This is an optimization exercise on Yosys and OpenROAD, whose aim is small area, a short achievable clock period and few clock cycles, not a production implementation. In this exercise RTL edits were held to simulation tests only and were not proved equivalent to the original.

==> flow/design.v (excerpt) <==
module mf_disc (
    input  wire        clk,
    input  wire        rst,
    input  wire        start_valid,
    output wire        start_ready,
    input  wire [12:0] cfg_len,       
    input  wire [12:0] cfg_nmin,      
    input  wire [15:0] cfg_thresh,    
    input  wire        cfg_early,     
    input  wire [4:0]  cfg_shift,     
    input  wire [15:0] cfg_a0i,
    input  wire [15:0] cfg_a0q,
    input  wire [15:0] cfg_a1i,
    input  wire [15:0] cfg_a1q,
    input  wire [15:0] cfg_a2i,
    input  wire [15:0] cfg_a2q,
    input  wire [31:0] cfg_b0,
    input  wire [31:0] cfg_b1,
    input  wire [31:0] cfg_b2,
    input  wire [15:0] cfg_beta0,
    input  wire [15:0] cfg_beta1,
    input  wire [15:0] cfg_beta2,
    input  wire        smp_valid,
    output wire        smp_ready,
    input  wire [23:0] smp_zi,
    input  wire [23:0] smp_zq,
    input  wire [23:0] smp_wi,
    input  wire [23:0] smp_wq,
    output reg         res_valid,
    output reg  [1:0]  res_state,     
    output reg         res_early,
    output reg  [11:0] res_nend,      
    output reg  [31:0] res_margin,
    output wire [31:0] res_si,
    output wire [31:0] res_sq
);
Settings: LEC_CHECK=0, ABC_AREA=1, CAP_MARGIN=20, CORE_MARGIN=2, CORE_UTILIZATION=55, CTS_CLUSTER_DIAMETER=60, CTS_CLUSTER_SIZE=30, PLACE_DENSITY=0.65, SLEW_MARGIN=20, SYNTH_HIERARCHICAL=1, SYNTH_MINIMUM_KEEP_SIZE=0; clock period 65.0 ns.
standard.sh (not shown) runs the stock make flow with config.mk's settings and CLKGATE_MAP_FILE= SYNTH_SCRIPT=/design/flow/synth_recipe.tcl, a recipe that flattens the netlist after the stock synthesis.
==> flow/flow/run.sh <==
#!/bin/bash
set -euo pipefail
bash standard.sh "BUFFER_PORTS_ARGS=-buffer_cell sky130_fd_sc_hd__buf_4" finish > flow_make.log 2>&1
Testbench counts at the start, summed over its fixed seeds: cycles 61,232.
Next try:
==> flow/flow/run.sh (replaced) <==
#!/bin/bash
set -euo pipefail
bash standard.sh "BUFFER_PORTS_ARGS=-buffer_cell sky130_fd_sc_hd__buf_2" finish > flow_make.log 2>&1
--- a/flow/config.mk
+++ b/flow/config.mk
@@ -10,6 +10,6 @@
 export CORE_MARGIN = 2
-export CORE_UTILIZATION = 55
+export CORE_UTILIZATION = 50
 export CTS_CLUSTER_DIAMETER = 60
 export CTS_CLUSTER_SIZE = 30
-export PLACE_DENSITY = 0.65
+export PLACE_DENSITY = 0.6
 export SLEW_MARGIN = 20
The changed run completed, yet does not pass: max-capacitance violations, max-slew violations.
Wire length climbs by a few percent.
Final area stays flat.
Clock skew drops by 0.037 ns.
Via count drops slightly.
Synthesized area stays the same.
Next try:
==> flow/run.sh (new file) <==
#!/bin/bash
# synth_recipe.tcl (not shown) runs the flow's synth.tcl, then flattens the netlist and writes it again
# the make line also repeats each setting of config.mk as NAME=value (left out here)
make -C /OpenROAD-flow-scripts/flow DESIGN_CONFIG=/design/flow/config.mk WORK_HOME=/design/flow/orfs CLKGATE_MAP_FILE= SYNTH_SCRIPT=/design/flow/synth_recipe.tcl finish
--- a/flow/config.mk
+++ b/flow/config.mk
@@ -10,6 +10,4 @@
 export CORE_MARGIN = 2
-export CORE_UTILIZATION = 50
-export CTS_CLUSTER_DIAMETER = 60
-export CTS_CLUSTER_SIZE = 30
-export PLACE_DENSITY = 0.6
+export CORE_UTILIZATION = 45
+export PLACE_DENSITY = 0.55
 export SLEW_MARGIN = 20
removed: flow/flow/run.sh
removed: flow/standard.sh
Effect: The new run went through all stages and came out clean; routed wire length came out higher by 2.3%; core utilization came out lower by 4.3 points; maximum frequency came out lower by 2.5%; synthesized cell count does not change; count of clock-buffer cells in the layout came out higher by 31; global-route usage came out lower by 3.7 points.
Next try:
==> flow/flow/run.sh (new file) <==
#!/bin/bash
set -euo pipefail
bash standard.sh "BUFFER_PORTS_ARGS=-buffer_cell sky130_fd_sc_hd__buf_4" finish > flow_make.log 2>&1
==> flow/standard.sh (new file) <==
#!/bin/bash
# synth_recipe.tcl (not shown) runs the flow's synth.tcl, then flattens the netlist and writes it again
# the make line also repeats each setting of config.mk as NAME=value (left out here)
make -C /OpenROAD-flow-scripts/flow DESIGN_CONFIG=/design/flow/config.mk WORK_HOME=/design/flow/orfs CLKGATE_MAP_FILE= SYNTH_SCRIPT=/design/flow/synth_recipe.tcl "${@:-finish}"
--- a/flow/config.mk
+++ b/flow/config.mk
@@ -10,4 +10,4 @@
 export CORE_MARGIN = 2
-export CORE_UTILIZATION = 45
-export PLACE_DENSITY = 0.55
+export CORE_UTILIZATION = 55
+export PLACE_DENSITY = 0.65
 export SLEW_MARGIN = 20
removed: flow/run.sh
Result:
- die area came out lower by 18%
- worst setup slack improved by 0.39 ns
- cell count is lower by 4.1%
- routed wire length came out lower by 5.4%
- critical path depth does not change
- area after synthesis does not change
- register-to-register slack gets worse by 0.06 ns
- count of clock-buffer cells in the layout goes down by 2
- sequential share of layout area climbs by 0.22 points
- global-route usage climbs by 6.3 points

-- re-timing with driven ports --
Ports are ideal in the flow. The routed layouts listed here were re-timed in OpenROAD.
Step 1, drivers: a clkbuf_16 drives clk and a buf_2 each remaining input, both assumed.
Step 2 also shifts input and output timing later by t, the mid clock arrival at the registers, as if the neighbouring blocks saw the same clock.
Slacks: no drivers / after step 1 / after step 2; pairs: no drivers / after step 1.
run	t (ns)	setup WS [ns]	worst setup path at the end	latest minus earliest clock arrival (ns)
the first run	0.976	50.552 / 50.440 / 51.358	input to register	0.088 / 0.087
the second run	1.018	50.531 / 50.416 / 51.416	input to register	0.051 / 0.052
the third run	1.001	50.164 / 50.051 / 50.680	input to register	0.094 / 0.094
the fourth run	0.982	50.550 / 50.442 / 51.369	input to register	0.097 / 0.098
